What follows belongs to an exercise in optimizing a design on an open flow for small area, a short achievable clock period and few clock cycles; a production flow would make more cautious choices.
Only simulation tests tie the RTL to the original design; equivalence was not proved.

Setup of the reference run:
## srv_lead_loop
module srv_lead_loop (
    input  wire               clk,
    input  wire               rst,         
    input  wire               start,
    input  wire               clear,
    input  wire signed [15:0] sa,
    input  wire signed [15:0] sb,
    input  wire signed [15:0] sc,
    input  wire signed [15:0] sd,
    input  wire        [23:0] gray,
    input  wire        [23:0] tgt_trk,
    input  wire signed [15:0] tgt_ofs,
    input  wire signed [17:0] ml,
    input  wire signed [15:0] ff,
    input  wire signed [15:0] inj,
    input  wire        [17:0] amin,
    input  wire        [3:0]  gs,
    input  wire        [23:0] intlim,
    input  wire signed [15:0] kds,
    output reg         [5:0]  tbl_addr,
    input  wire        [47:0] tbl_rdata,
    output reg                done,
    output reg                fail,
    output wire signed [15:0] pes,
    output wire signed [48:0] pos,
    output reg  signed [24:0] err,
    output reg  signed [24:0] integ,
    output wire signed [15:0] u
);
    localparam S_IDLE = 4'd0, S_AMP = 4'd1, S_DIV = 4'd2, S_E1 = 4'd3,
               S_MEM  = 4'd4, S_LO  = 4'd5, S_HI  = 4'd6, S_INT = 4'd7,
               S_PROD = 4'd8, S_FIN = 4'd9;
    reg [3:0] state;
    reg [2:0] cnt;
    reg       first;                  
    reg [15:0] pes_r;
    reg [23:0] y_r;                   
    reg        m1_r;                  
    reg        b48_r;                 
    reg [15:0] u_r;
    reg [3:0]  bhi_r;                 
    assign pes = pes_r;
    assign u   = u_r;
    assign pos = {b48_r, {8{m1_r}}, y_r, pes_r};
    reg [17:0] rem;                   
    reg [17:0] amp_r;                 
    reg        qz, neg, mism, gz, failr;
    reg [3:0]  gs_r;
    reg [8:0]  ac;                    
    reg [25:0] de_r;                  
    reg [11:0] f_r;                   
    reg [1:0]  nc;                    
    reg        top;
    reg [5:0]  a0_r;
    reg [16:0] g0, g1, g2;
    reg [26:0] acc0, acc1, acc2;
    reg [1:0]  ext0, ext1, ext2;
    wire [23:0] bin;
    srv_g2b #(24) u_g2b (.g(gray), .b(bin));
    wire [16:0] n17, q17;
    wire        nco, qco;
    srv_bkadd #(17) u_n (.a({sa[15], sa}), .b(~{sc[15], sc}), .ci(1'b1), .s(n17), .co(nco));
  ...
clock: 20.0 ns
lec_check: 0
cap_margin: 20
core_margin: 2
core_utilization: 40
slew_margin: 20
run.sh (not shown) runs the stock make flow with config.mk's settings and CLKGATE_MAP_FILE= SYNTH_SCRIPT=/design/flow/synth_recipe.tcl, a recipe that flattens the netlist after the stock synthesis.
Testbench counts of the reference run, summed over its fixed seeds: cycles 37,708.
The inputs of the trial run differ from those of the reference run as listed below.
- ABC_AREA: unset -> 1
==> flow/flow/run.sh (new file) <==
#!/bin/bash
set -euo pipefail
export BUFFER_PORTS_ARGS="-buffer_cell sky130_fd_sc_hd__buf_1"
bash standard.sh > standard_flow.log 2>&1
==> flow/standard.sh (new file) <==
#!/bin/bash
# synth_recipe.tcl (not shown) runs the flow's synth.tcl, then flattens the netlist and writes it again
# the make line also repeats each setting of config.mk as NAME=value (left out here)
make -C /OpenROAD-flow-scripts/flow DESIGN_CONFIG=/design/flow/config.mk WORK_HOME=/design/flow/orfs CLKGATE_MAP_FILE= SYNTH_SCRIPT=/design/flow/synth_recipe.tcl "${@:-finish}"
removed: flow/run.sh
Findings:
Max floorplan die area across the trial run and the reference run: the reference run
The final cell count reported for the trial run is smaller than that of the reference run by 3.6%.
Diff the reference run -> the trial run: fraction of area in registers rose 2.3 points; number of signal-net buffers in the layout fell 50; routed wire length fell 17%; final cycle utilization of the critical path fell 0.47 points.
The trial run against the reference run; synthesized cell count is down by a few percent.
Of the two values seen for combinational family with the most area after synthesis, adder cells was produced by the trial run and compound AO/OA/AOI/OAI gates by the reference run.

---

## fjord
Another version of the RTL of srv_lead_loop (not shown whole).
Size in the first run: ~5900 cells after synthesis, about 380 flip-flops, about 430 I/O pins, ~47000 um2 of cells after synthesis.
clock: 20.0 ns
lec_check: 0
abc_area: 1
cap_margin: 20
core_margin: 2
core_utilization: 70
place_density: 0.8
slew_margin: 20
standard.sh (not shown) runs the stock make flow with config.mk's settings and CLKGATE_MAP_FILE= SYNTH_SCRIPT=/design/flow/synth_recipe.tcl, a recipe that flattens the netlist after the stock synthesis.
==> flow/flow/run.sh <==
#!/bin/bash
set -euo pipefail
export BUFFER_PORTS_ARGS="-buffer_cell sky130_fd_sc_hd__buf_1"
bash standard.sh > standard_flow.log 2>&1
fjord | stages: all done | timing, DRC, antenna: all pass
Testbench counts of fjord, summed over its fixed seeds: cycles 36,936.
Input changes introduced in ember (baseline for comparison: fjord):
-- flow/config.mk --
<<< fjord, line 10
export CORE_MARGIN = 2
export CORE_UTILIZATION = 70
export PLACE_DENSITY = 0.8
export SLEW_MARGIN = 20
>>> ember, line 10
export CORE_MARGIN = 2
export CORE_UTILIZATION = 60
export PLACE_DENSITY = 0.72
export SLEW_MARGIN = 20
Findings:
Compared with fjord, ember degrades area enclosed by the die boundary.
ember: flow completed, timing, DRC and antenna clean
In ember, data required time at the worst endpoint is higher than in fjord.
fjord → ember: worst hold slack now larger, adder and majority cell fraction of the synthesized area held, number of core rows moved up, number of nets in the finished design closely matched the old numbers, cell area rose about 0.6%.
[compare] base=fjord new=ember: clock edge transition at the registers on the reported setup and hold paths held steady; routed wire length went up by about 0.4%.
Input-level comparison between violet and ember:
-- flow/config.mk --
<<< ember, line 10
export CORE_MARGIN = 2
export CORE_UTILIZATION = 60
export PLACE_DENSITY = 0.72
export SLEW_MARGIN = 20
>>> violet, line 10
export CORE_MARGIN = 2
export CORE_UTILIZATION = 40
export SLEW_MARGIN = 20
## What came out
- violet — clock-buffer cell count about 16% higher, ember as reference
- Number of design-rule violations left by the first detailed-router iteration delta (violet − ember): favourable
- Going from ember to violet, the fraction of area in registers was found to have gone down by 0.22 points.
- Via count ends up lower on violet.
- Relative to ember, the achievable clock frequency measured on violet has decreased slightly.

---

Another version of the RTL of srv_lead_loop (not shown whole).
Size: about 410 flip-flops.
Design srv_lead_loop, start of the top module:
module srv_lead_loop (
    input  wire               clk,
    input  wire               rst,         
    input  wire               start,
    input  wire               clear,
    input  wire signed [15:0] sa,
    input  wire signed [15:0] sb,
    input  wire signed [15:0] sc,
    input  wire signed [15:0] sd,
    input  wire        [23:0] gray,
    input  wire        [23:0] tgt_trk,
    input  wire signed [15:0] tgt_ofs,
    input  wire signed [17:0] ml,
    input  wire signed [15:0] ff,
    input  wire signed [15:0] inj,
    input  wire        [17:0] amin,
    input  wire        [3:0]  gs,
    input  wire        [23:0] intlim,
    input  wire signed [15:0] kds,
    output reg         [5:0]  tbl_addr,
    input  wire        [47:0] tbl_rdata,
    output reg                done,
    output reg                fail,
    output wire signed [15:0] pes,
    output wire signed [48:0] pos,
    output reg  signed [24:0] err,
    output reg  signed [24:0] integ,
    output wire signed [15:0] u
);
Settings: LEC_CHECK=0, ABC_AREA=1, CAP_MARGIN=60, CORE_MARGIN=2, CORE_UTILIZATION=60, PLACE_DENSITY=0.72, SLEW_MARGIN=60; clock period 20.0 ns.
==> flow/flow/run.sh <==
#!/bin/bash
set -euo pipefail
export BUFFER_PORTS_ARGS="-buffer_cell sky130_fd_sc_hd__buf_1"
export SETUP_SLACK_MARGIN=13
bash standard.sh > standard_flow.log 2>&1
Testbench counts at the start, summed over its fixed seeds: cycles 36,936.
Edit:
--- a/flow/flow/run.sh
+++ b/flow/flow/run.sh
@@ -4 +4 @@
-export SETUP_SLACK_MARGIN=13
+export SETUP_SLACK_MARGIN=13.5
The changed run completed without violations; non-clock buffer count came out higher by 106; fmax came out higher slightly; cell area came out higher by a few percent; clock skew came out higher by 0.0067 ns; synthesized cell count stays the same; setup slack gets better by 0.058 ns; sequential share of layout area came out lower by 0.80 points; hold slack gets worse by 0.012 ns.
Edit:
--- a/flow/flow/run.sh
+++ b/flow/flow/run.sh
@@ -4 +4 @@
-export SETUP_SLACK_MARGIN=13.5
+export SETUP_SLACK_MARGIN=13
--- a/flow/config.mk
+++ b/flow/config.mk
@@ -9 +9 @@
-export CAP_MARGIN = 60
+export CAP_MARGIN = 20
@@ -13 +13 @@
-export SLEW_MARGIN = 60
+export SLEW_MARGIN = 20
Effect: The new run finished with timing, DRC and antenna clean; global-route usage fell by 1.5 points; area after synthesis does not change; register-to-register slack degrades by 0.29 ns; first-iteration DRC count came out lower by 5.1%; die area stays the same; wire length fell by 4.0%; count of clock-buffer cells in the layout is higher by 4; sequential cell count stays the same; critical path depth is higher by 2.
Edit:
--- a/flow/flow/run.sh
+++ b/flow/flow/run.sh
@@ -4 +4 @@
-export SETUP_SLACK_MARGIN=13
+export SETUP_SLACK_MARGIN=12
=>
- worst setup slack is worse by 0.38 ns
- via count fell by about 1.8%
- fmax fell by 4.9%
- critical path depth rose by 15
- final area fell by 4.4%
- wire length fell by 1.8%
- synthesized cell count stays the same
- count of clock-buffer cells in the layout fell by 9
Edit:
--- a/flow/flow/run.sh
+++ b/flow/flow/run.sh
@@ -4 +4 @@
-export SETUP_SLACK_MARGIN=12
+export SETUP_SLACK_MARGIN=13
--- a/flow/config.mk
+++ b/flow/config.mk
@@ -9 +9 @@
-export CAP_MARGIN = 20
+export CAP_MARGIN = 40
@@ -13 +13 @@
-export SLEW_MARGIN = 20
+export SLEW_MARGIN = 40
Die area does not change.
Final cell count rose slightly.
Register-to-register slack is better by 1.1 ns.
Core utilization rose by 2.9 points.
Flip-flop and latch count does not change.
Synthesized cell count does not change.
Area after synthesis does not change.
Global-route usage hardly moves.
Wire length increases slightly.

[what the ideal ports hide]
The flow's constraints put no driver on any port. The routed layouts listed below were extracted and timed again, unchanged, in two steps.
Step 1 assumes that a clkbuf_16 drives the clock port and a buf_2 every other input.
Step 2 times the ports against the registers' clock, not the clock port: input delays grow and output delays shrink by t, the midpoint of the rising clock arrivals with the driver on.
a / b / c = ideal / step 1 / step 2; a / b = the first two.
run	t, ns	slack for setup (ns)	hold WS [ns]	worst register clock-pin slew, ns
the reference run	0.736	10.046 / 10.046 / 10.046	0.494 / 0.494 / 0.494	0.07 / 0.07
the trial run	0.734	10.141 / 10.141 / 10.141	0.466 / 0.466 / 0.466	0.08 / 0.08
fjord	0.695	11.202 / 11.202 / 11.163	0.471 / 0.471 / 0.471	0.07 / 0.07
ember	0.708	11.308 / 11.308 / 11.308	0.475 / 0.475 / 0.475	0.08 / 0.08
violet	0.736	11.217 / 11.217 / 11.207	0.478 / 0.478 / 0.478	0.07 / 0.07
the first run of note 3	0.698	12.700 / 12.743 / 12.045	0.482 / 0.482 / 0.482	0.07 / 0.07
the second run of note 3	0.716	12.758 / 12.781 / 12.065	0.470 / 0.470 / 0.470	0.07 / 0.07
the third run of note 3	0.702	12.601 / 12.616 / 11.914	0.478 / 0.478 / 0.478	0.07 / 0.07
the fourth run of note 3	0.703	12.218 / 12.218 / 11.557	0.494 / 0.494 / 0.494	0.07 / 0.07
the fifth run of note 3	0.698	12.584 / 12.607 / 11.909	0.479 / 0.479 / 0.479	0.07 / 0.07
After both steps setup and hold are still met in every run listed. The setup slack of the second run of note 3, which loses most, moves by +0.023 ns with the drivers and by -0.693 ns with both steps.
